What follows belongs to an exercise in optimizing a design on an open flow for small area; a production flow would make more cautious choices.
In this exercise RTL edits were held to simulation tests only and were not proved equivalent to the original.

==> flow/design.v <==
module crucible_flane (
    input  wire        clk,
    input  wire [15:0] i_a,         
    input  wire [3:0]  i_l,         
    input  wire [27:0] p3,          
    input  wire [29:0] p3x3,        
    input  wire        wrap3,       
    input  wire        sqrt0,       
    input  wire        sqrt1,
    input  wire        sqrt2,
    input  wire        sqrt3,
    output wire [27:0] etm_e,       
    output wire        etm_sat,
    output reg  [15:0] r4_d,        
    output reg         r4_sat,
    output reg         r4_dz
);
    genvar k;
    reg [15:0] a1, a2, a3;
    always @(posedge clk) begin
        a1 <= i_a;
        a2 <= a1;
        a3 <= a2;
    end
    wire        neg0 = i_a[15];
    wire [15:0] ap0  = i_a ^ {16{neg0}};           
    wire [3:0]  k0   = ~i_l;                       
    wire [15:0] onek = 16'd1 << k0;
    wire [15:0] gtk;                               
    generate
        for (k = 0; k < 16; k = k + 1) begin : gm
            assign gtk[k] = (k0 < k);
        end
    endgenerate
    wire lowz = ~|(ap0 & ~gtk & ~onek);
    wire hiz  = ~|(ap0 & gtk);
    wire bitk = |(ap0 & onek);
    wire ovf0 = hiz & (!bitk | (lowz & !neg0));   
    wire [2:0]  shi  = {1'b0, i_a[14:13]} - 3'd1;
    wire [15:0] sv0  = {shi, i_a[12:0]};
    wire [15:0] v0   = sqrt0 ? sv0 : onek;
    wire [14:0] qv0  = {sqrt0 & (i_a[14] | i_a[13]), 14'd0};
    wire [15:0] vo0;  wire [14:0] qo0;
    crucible_urows #(.I0(12), .N(2)) u_r0 (
        .v(v0), .q(qv0), .a(i_a), .sq(sqrt0), .vo(vo0), .qo(qo0));
    reg [15:0] V1;  reg [2:0]  Q1;  reg O1;
    always @(posedge clk) begin V1 <= vo0; Q1 <= qo0[14:12]; O1 <= ovf0; end
    wire [15:0] vo1;  wire [14:0] qo1;
    crucible_urows #(.I0(10), .N(4)) u_r1 (
        .v(V1), .q({Q1, 12'd0}), .a(a1), .sq(sqrt1), .vo(vo1), .qo(qo1));
    reg [15:0] V2;  reg [6:0]  Q2;  reg O2;
    always @(posedge clk) begin V2 <= vo1; Q2 <= qo1[14:8]; O2 <= O1; end
    wire [15:0] vo2;  wire [14:0] qo2;
    crucible_urows #(.I0(6), .N(4)) u_r2 (
        .v(V2), .q({Q2, 8'd0}), .a(a2), .sq(sqrt2), .vo(vo2), .qo(qo2));
    reg [15:0] V3;  reg [10:0] Q3;  reg O3;
    always @(posedge clk) begin V3 <= vo2; Q3 <= qo2[14:4]; O3 <= O2; end
    wire [15:0] vo3_unused;  wire [14:0] qo3;
    crucible_urows #(.I0(2), .N(3)) u_r3 (
        .v(V3), .q({Q3, 4'd0}), .a(a3), .sq(sqrt3), .vo(vo3_unused), .qo(qo3));
    wire        neg3 = a3[15];
    wire        dz3  = (a3 == 16'd0);
    wire [12:0] fl   = qo3[13:1];
    wire [15:0] rcp_d   = dz3 ? 16'h7FFF :
                          O3  ? {neg3, {15{!neg3}}} :
                                {neg3, fl ^ {13{neg3}}, 2'b10};
    wire        rcp_sat = O3 & !dz3;
    wire [15:0] sqr_d   = neg3 ? 16'd0 : {1'b0, qo3[14:1], 1'b1};
    reg [15:0] r3_d;  reg r3_sat, r3_dz;
    always @(posedge clk) begin
        r3_d   <= sqrt3 ? sqr_d : rcp_d;
        r3_sat <= sqrt3 ? neg3  : rcp_sat;
        r3_dz  <= !sqrt3 & dz3;
        r4_d   <= r3_d;
        r4_sat <= r3_sat;
        r4_dz  <= r3_dz;
    end
    wire [15:0] m = {1'b0, a3[14:0]};
    wire [29:0] pp [0:7];
    generate
        for (k = 0; k < 8; k = k + 1) begin : ppg
            wire [1:0] dg = m[2*k +: 2];
            assign pp[k] = ({30{dg == 2'd1}} & {2'b00, p3})
                         | ({30{dg == 2'd2}} & {1'b0, p3, 1'b0})
                         | ({30{dg == 2'd3}} & p3x3);
        end
    endgenerate
    wire [42:0] acc [1:8];
    wire [29:0] s0;  wire c0_unused;
    crucible_rca #(.W(30)) u_m0 (
        .x(pp[0]), .y({16'd0, 14'h3FFF}), .ci(!a3[15]), .s(s0), .co(c0_unused));
    assign acc[1] = {13'd0, s0};
    generate
        for (k = 1; k < 7; k = k + 1) begin : mrow
            wire [29:0] s;  wire co_unused;
            crucible_rca #(.W(30)) u_r (
                .x({1'b0, acc[k][2*k +: 29]}), .y(pp[k]), .ci(1'b0), .s(s), .co(co_unused));
            assign acc[k+1] = {{(13-2*k){1'b0}}, s, acc[k][2*k-1:0]};
        end
    endgenerate
    wire [28:0] s7;  wire c7_unused;
    crucible_rca #(.W(29)) u_m7 (
        .x(acc[7][42:14]), .y({1'b0, pp[7][27:0]}), .ci(1'b0), .s(s7), .co(c7_unused));
    assign acc[8] = {s7, acc[7][13:0]};
    wire ezero = a3[15] & !wrap3;
    assign etm_e   = ezero ? 28'd0 : acc[8][42:15];
    assign etm_sat = ezero;
endmodule
module crucible_urows #(
    parameter I0 = 12,
    parameter N  = 4
) (
    input  wire [15:0] v,
    input  wire [14:0] q,
    input  wire [15:0] a,
    input  wire        sq,
    output wire [15:0] vo,
    output wire [14:0] qo
);
    wire [15:0] vv [0:N];
    wire [14:0] qq [0:N];
    assign vv[0] = v;
    assign qq[0] = q;
    genvar r, b;
    generate
        for (r = 0; r < N; r = r + 1) begin : row
            localparam i = I0 - r;
            wire        sgn  = vv[r][15];
            wire        flip = !(sgn ^ (!sq & a[15]));    
            wire [15:0] op;
            for (b = 0; b < 16; b = b + 1) begin : ob
                if (b == 15)
                    assign op[b] = !sq & a[15];
                else if (b >= i + 2)
                    assign op[b] = sq ? qq[r][b] : a[b];
                else if (b == i + 1)
                    assign op[b] = sq ? sgn : a[b];
                else if (b == i)
                    assign op[b] = sq | a[b];
                else
                    assign op[b] = !sq & a[b];
            end
            wire co_unused;
            crucible_rca #(.W(16)) u_add (
                .x({vv[r][14:0], 1'b0}), .y(op ^ {16{flip}}), .ci(flip),
                .s(vv[r+1]), .co(co_unused));
            wire [14:0] qn = qq[r];
            assign qq[r+1] = {qn[14:i+2], !vv[r+1][15], qn[i:0]};
        end
    endgenerate
    assign vo = vv[N];
    assign qo = qq[N];
endmodule
module crucible_rca #(
    parameter W = 16
) (
    input  wire [W-1:0] x,
    input  wire [W-1:0] y,
    input  wire         ci,
    output wire [W-1:0] s,
    output wire         co
);
    assign {co, s} = x + y + ci;
endmodule
module crucible_vfunc #(
    parameter LANES = 4
) (
    input  wire                clk,
    input  wire                rst,           
    input  wire                iss_valid,
    input  wire [31:0]         iss_word,      
    input  wire [LANES-1:0]    iss_kmask,     
    input  wire [16*LANES-1:0] iss_a,         
    input  wire [31:0]         iss_s,         
    output reg                 wb_valid,
    output reg  [4:0]          wb_vd,
    output reg  [LANES-1:0]    wb_lanes,
    output reg                 wb_n2,         
    output reg  [16*LANES-1:0] wb_d0,
    output wire [16*LANES-1:0] wb_d1,
    output reg  [LANES-1:0]    wb_sat,        
    output reg  [LANES-1:0]    wb_dz          
);
    wire [5:0] op = iss_word[31:26];
    wire is_etm = iss_valid && (op == 6'd27);
    wire is_six = iss_valid && (op[5:1] == 5'b01110);    
    reg             e1, e2, e3;               
    reg             x1, x2, x3, x4, x5;       
    reg             q1, q2, q3;               
    reg [4:0]       vd1, vd2, vd3, vd4, vd5;
    reg [LANES-1:0] m1, m2, m3, m4, m5;
    reg [27:0]      p1, p2, p3;
    reg [29:0]      p3x3;                     
    reg             w1, w2, w3;               
    always @(posedge clk) begin
        if (rst) begin
            e1 <= 1'b0; e2 <= 1'b0; e3 <= 1'b0;
            x1 <= 1'b0; x2 <= 1'b0; x3 <= 1'b0; x4 <= 1'b0; x5 <= 1'b0;
        end else begin
            e1 <= is_etm; e2 <= e1; e3 <= e2;
            x1 <= is_six; x2 <= x1; x3 <= x2; x4 <= x3; x5 <= x4;
        end
        q1  <= op[0];          q2  <= q1;  q3  <= q2;
        vd1 <= iss_word[25:21]; vd2 <= vd1; vd3 <= vd2; vd4 <= vd3; vd5 <= vd4;
        m1  <= iss_kmask;      m2  <= m1;  m3  <= m2;  m4  <= m3;  m5  <= m4;
        p1  <= iss_s[27:0];    p2  <= p1;  p3  <= p2;
        w1  <= iss_word[0];    w2  <= w1;  w3  <= w2;
    end
    wire [29:0] p2x3;
    crucible_rca #(.W(29)) u_p3 (
        .x({1'b0, p2}), .y({p2, 1'b0}), .ci(1'b0), .s(p2x3[28:0]), .co(p2x3[29]));
    always @(posedge clk) p3x3 <= p2x3;
    wire [28*LANES-1:0] etm_e;
    wire [LANES-1:0]    etm_sat, r4_sat, r4_dz;
    wire [16*LANES-1:0] r4_d;
    genvar g;
    generate
        for (g = 0; g < LANES; g = g + 1) begin : lane
            crucible_flane u_lane (
                .clk     (clk),
                .i_a     (iss_a[16*g +: 16]),
                .i_l     (iss_word[3:0]),
                .p3      (p3),
                .p3x3    (p3x3),
                .wrap3   (w3),
                .sqrt0   (op[0]),
                .sqrt1   (q1),
                .sqrt2   (q2),
                .sqrt3   (q3),
                .etm_e   (etm_e[28*g +: 28]),
                .etm_sat (etm_sat[g]),
                .r4_d    (r4_d[16*g +: 16]),
                .r4_sat  (r4_sat[g]),
                .r4_dz   (r4_dz[g])
            );
        end
    endgenerate
    reg [12*LANES-1:0] d1_r;
    integer j;
    always @(posedge clk) begin
        if (rst) wb_valid <= 1'b0;
        else     wb_valid <= x5 | e3;
        wb_n2 <= !x5;
        if (x5) begin
            wb_vd    <= vd5;
            wb_lanes <= m5;
            wb_d0    <= r4_d;
            wb_sat   <= r4_sat & m5;
            wb_dz    <= r4_dz & m5;
        end else begin
            wb_vd    <= vd3;
            wb_lanes <= m3;
            for (j = 0; j < LANES; j = j + 1)
                wb_d0[16*j +: 16] <= etm_e[28*j +: 16];
            wb_sat   <= etm_sat & m3;
            wb_dz    <= {LANES{1'b0}};
        end
        for (j = 0; j < LANES; j = j + 1)
            d1_r[12*j +: 12] <= etm_e[28*j + 16 +: 12];
    end
    generate
        for (g = 0; g < LANES; g = g + 1) begin : d1o
            assign wb_d1[16*g +: 16] = {4'b0000, d1_r[12*g +: 12]};
        end
    endgenerate
endmodule
==> flow/run.sh <==
#!/bin/bash
# synth_recipe.tcl (not shown) runs the flow's synth.tcl, then flattens the netlist and writes it again
# the make line also repeats each setting of config.mk as NAME=value (left out here)
make -C /OpenROAD-flow-scripts/flow DESIGN_CONFIG=/design/flow/config.mk WORK_HOME=/design/flow/orfs CLKGATE_MAP_FILE= SYNTH_SCRIPT=/design/flow/synth_recipe.tcl finish
==> flow/config.mk <==
export PLATFORM = sky130hd
export DESIGN_NAME = crucible_vfunc
export DESIGN_NICKNAME = crucible_vfunc
export VERILOG_FILES = /design/flow/design.v
export SDC_FILE = /design/flow/constraint.sdc
export NUM_CORES = 4
export LEC_CHECK = 0
export ABC_AREA = 1
export CAP_MARGIN = 20
export CORE_MARGIN = 2
export CORE_UTILIZATION = 55
export PLACE_DENSITY = 0.65
export SLEW_MARGIN = 20
==> flow/constraint.sdc <==
create_clock -name core_clock -period 14.0 [get_ports {clk}]
set_input_delay 2.8000 -clock core_clock [delete_from_list [all_inputs] [get_ports {clk}]]
set_output_delay 2.8000 -clock core_clock [all_outputs]
set_load 0.01 [all_outputs]
==> summary.txt <==
status -> finished clean
cts hold-fix bufs -> 0
commonest non-fill, non-tap cells in the layout -> nand2_1 (3,765), inv_1 (2,116), a21oi_1 (1,584)
Layout fillers -> 21,600
gp weighted congestion -> 1.06
Rows -> 171
Initial Utilization -> 55.2%
Worst Tran Pin Value -> 1.16 ns
nets -> 19,500
library cells used by synthesis -> 81
number of global-route vias before repair -> 114,000
GRT Total Usage -> 36.2%
Hold Path Origin -> lane[2].u_lane.r3_d[6]
cells after synthesis -> 17,700
crit path kind -> reg2reg
WP data required -> 14.64 ns
worst-skew pair later-pin latency -> 0.82 ns
share of layout cells above drive strength 1 -> 4.97%
Area growth syn-to-layout -> 7.79%
clk slew on worst S/H paths -> 0.07 ns
final setup fails -> 0
Synth Warn # -> 6
fmax -> 0.0779 GHz
Post-Syn Area -> 0.120 mm^2
DRC viols -> 0
largest net degree at the start of global routing -> 65
Post-Route WL -> 417 mm
share of flip-flops with an asynchronous set or reset -> 0%
Clock Sinks -> 927
RSZ-0062 raised after global routing -> yes
number of flops mapped to enable cells by yosys -> 0
Max Cap Viol -> 0
Max Slew Vio Count -> 0
CTS root buffer -> clkbuf_16
I/O pin count -> 282
first-pass GRT wire length -> 636 mm
detailed-router iteration count before antenna repair -> 9
Area after DPL -> 0.125 mm^2
initial antenna violation count -> 25
slowest stage delay, CP -> 0.44 ns
Die ar. -> 0.221 mm^2
ANT nets after route -> 0
FF-to-FF Start -> lane[2].u_lane.a3[1]
Num CTS Buffers -> 100
syn_area_per_cell -> 6.76 um^2
vias per inst -> 5.80
initial DRC count -> 9,611
Final Cell Area -> 0.129 mm^2
H-Tree Depth -> 3
Final min period -> 12.84 ns
Seq/Total Area, Yosys -> 15.5%
Yosys reg bits -> 927
CTS tree -> built
worst hold path class -> reg2reg
Max Root-Sink Buffers -> 3
Crit. End Element -> register
via count -> 120,000
# placed instances -> 20,400
Worst Skew -> 0.0710 ns
total gr overflow -> 0
worst setup margin -> 1.16 ns
most common library cell in the layout ignoring fill and taps -> nand2_1
IO Port Bufs -> 244
crit path from -> lane[2].u_lane.a3[1]
WHS -> 0.321 ns
Max FO, Critical Path -> 12
final hold vios -> 0
Core Box Area -> 0.217 mm^2
fin crit share -> 91.7%
Main synth FF type -> dfxtp_1
Crit-path slowest cell -> ha_1
CP startpoint kind -> register
Final Non-Filler Cells -> 20,700
die height -> 470 um
post-placement worst setup slack -> 0.646 ns
Die W -> 470 um
Rel. slew slack -> 21.9%
CP Data Arrival Time -> 13.48 ns
WL/cell -> 20.2 um
Post-DP HPWL -> 337 mm
[worst max-delay path, delay by kind of cell (launching register included)]
kind | cells | cell delay (ns)
flops | 1 | 0.43
fa+ha+maj | 7 | 2.59
simple gates | 33 | 3.80
xor+xnor | 7 | 1.32
buf+inv | 16 | 1.30
compound gates | 16 | 3.26
[Yosys cell counts, drive strengths merged, types with 142 or more instances]
| cell | count | area (um^2) |
|---|---|---|
| a21oi | 1593 | 7980 |
| buf | 223 | 1090 |
| clkbuf | 387 | 1560 |
| dfxtp | 927 | 18600 |
| ha | 1583 | 19800 |
| inv | 2190 | 8250 |
| nand2 | 3957 | 15400 |
| nand3 | 655 | 3440 |
| nand4 | 142 | 888 |
| nor2 | 1226 | 4690 |
| nor3 | 175 | 881 |
| o21ai | 814 | 4140 |
| o221ai | 718 | 6290 |
| xnor2 | 688 | 6040 |
| xor2 | 1392 | 12200 |
[cell type report]
type                       instances  area, um^2  area share (%)
timing repair buffer             469        4180            3.24
clock inverter                    53         766           0.594
clock buffer                     134        2820            2.19
multi-input combinational      14000       90500            70.2
antenna                           80         200           0.155
tap                             2854        3570            2.77
inverter                        2208        8320            6.45
sequential                       927       18600            14.4
[layer usage]
| layer | share of wire, % | up-vias | track usage [%] | routed length, um |
|---|---|---|---|---|
| met5 | 0.10 | - | 1.12 | 436 |
| met4 | 7.7 | 14 | 23.4 | 32300 |
| met3 | 6.4 | 1350 | 5.44 | 26800 |
| met2 | 45 | 3928 | 61.2 | 190000 |
| met1 | 40 | 55000 | 42.7 | 168000 |
| li1 | - | 59800 | - | - |
[flip-flops by register name, indices dropped and copies added (netlist names), 12 cells and up]
signal            count
d1_r                 48
lane.u_lane.Q1       12
lane.u_lane.Q2       28
lane.u_lane.Q3       44
lane.u_lane.V1       64
lane.u_lane.V2       64
lane.u_lane.V3       64
lane.u_lane.a1       64
lane.u_lane.a2       64
lane.u_lane.a3       64
lane.u_lane.r3_d     64
lane.u_lane.r4_d     64
p1                   28
p2                   28
p3                   28
p3x3                 29
wb_d0                64
[per-stage QoR]
stage                     utilization, %  setup TNS [ns]
after global placement              57.6               0
after floorplan                        -               0
after detailed placement            57.6               0
final                               59.5               0
after CTS                           59.2               0
after global routing                59.5          -0.133
[repair_timing]
item | in CTS | in global routing
setup buffers | 0 | 3
resized for setup | 0 | 107
setup endpoints to repair | 0 | 50
[logic make-up (layout without fill, tap and decap cells)]
kind of cell | after synthesis | count (layout) | synth area share (%)
multiplexers | 30 | 30 | 0.251
AND/OR/NAND/NOR | 6273 | 6273 | 21.9
AO/OA/AOI/OAI | 3939 | 3939 | 20.5
adder cells (fa/ha/maj) | 1636 | 1636 | 17.4
XOR/XNOR | 2081 | 2081 | 15.3
other | 1 | 96 | 0.00313
flip-flops | 927 | 927 | 15.5
buffers and inverters | 2818 | 2864 | 9.17
[final timing paths]
path | end | slack [ns] | cells after the start
setup / recovery | d1_r[34] | 1.16 | 79
hold / removal | lane[2].u_lane.r4_d[6] | 0.32 | 0
setup reg to reg | d1_r[34] | 1.16 | 79
hold reg to reg | lane[2].u_lane.r4_d[6] | 0.32 | 0

[separate check: timing with driven ports]
In the flow no input, the clock included, has a driving cell. The finished layout below was timed again as built, in two steps.
Step 1: set_driving_cell puts a clkbuf_16 on clk and a buf_2 on each other input, an assumption about the parent block.
Step 2, shift: input delay + t, output delay - t, t = (earliest + latest rising clock arrival at the registers) / 2. This alone moves slack from input paths to output paths.
a / b / c = no drivers / after step 1 / after step 2; a / b = the first two.
shift t [ns]: 0.877
slack for setup (ns): 1.157 / 1.157 / 1.157
worst hold slack (ns): 0.321 / 0.321 / 0.321
worst setup path after step 2: register to register
worst data-port slew with drivers (ns): 0.16
After both steps this run still meets setup and hold. For this run, drivers alone change the setup slack by 0.000 ns; drivers and shift together by 0.000 ns.
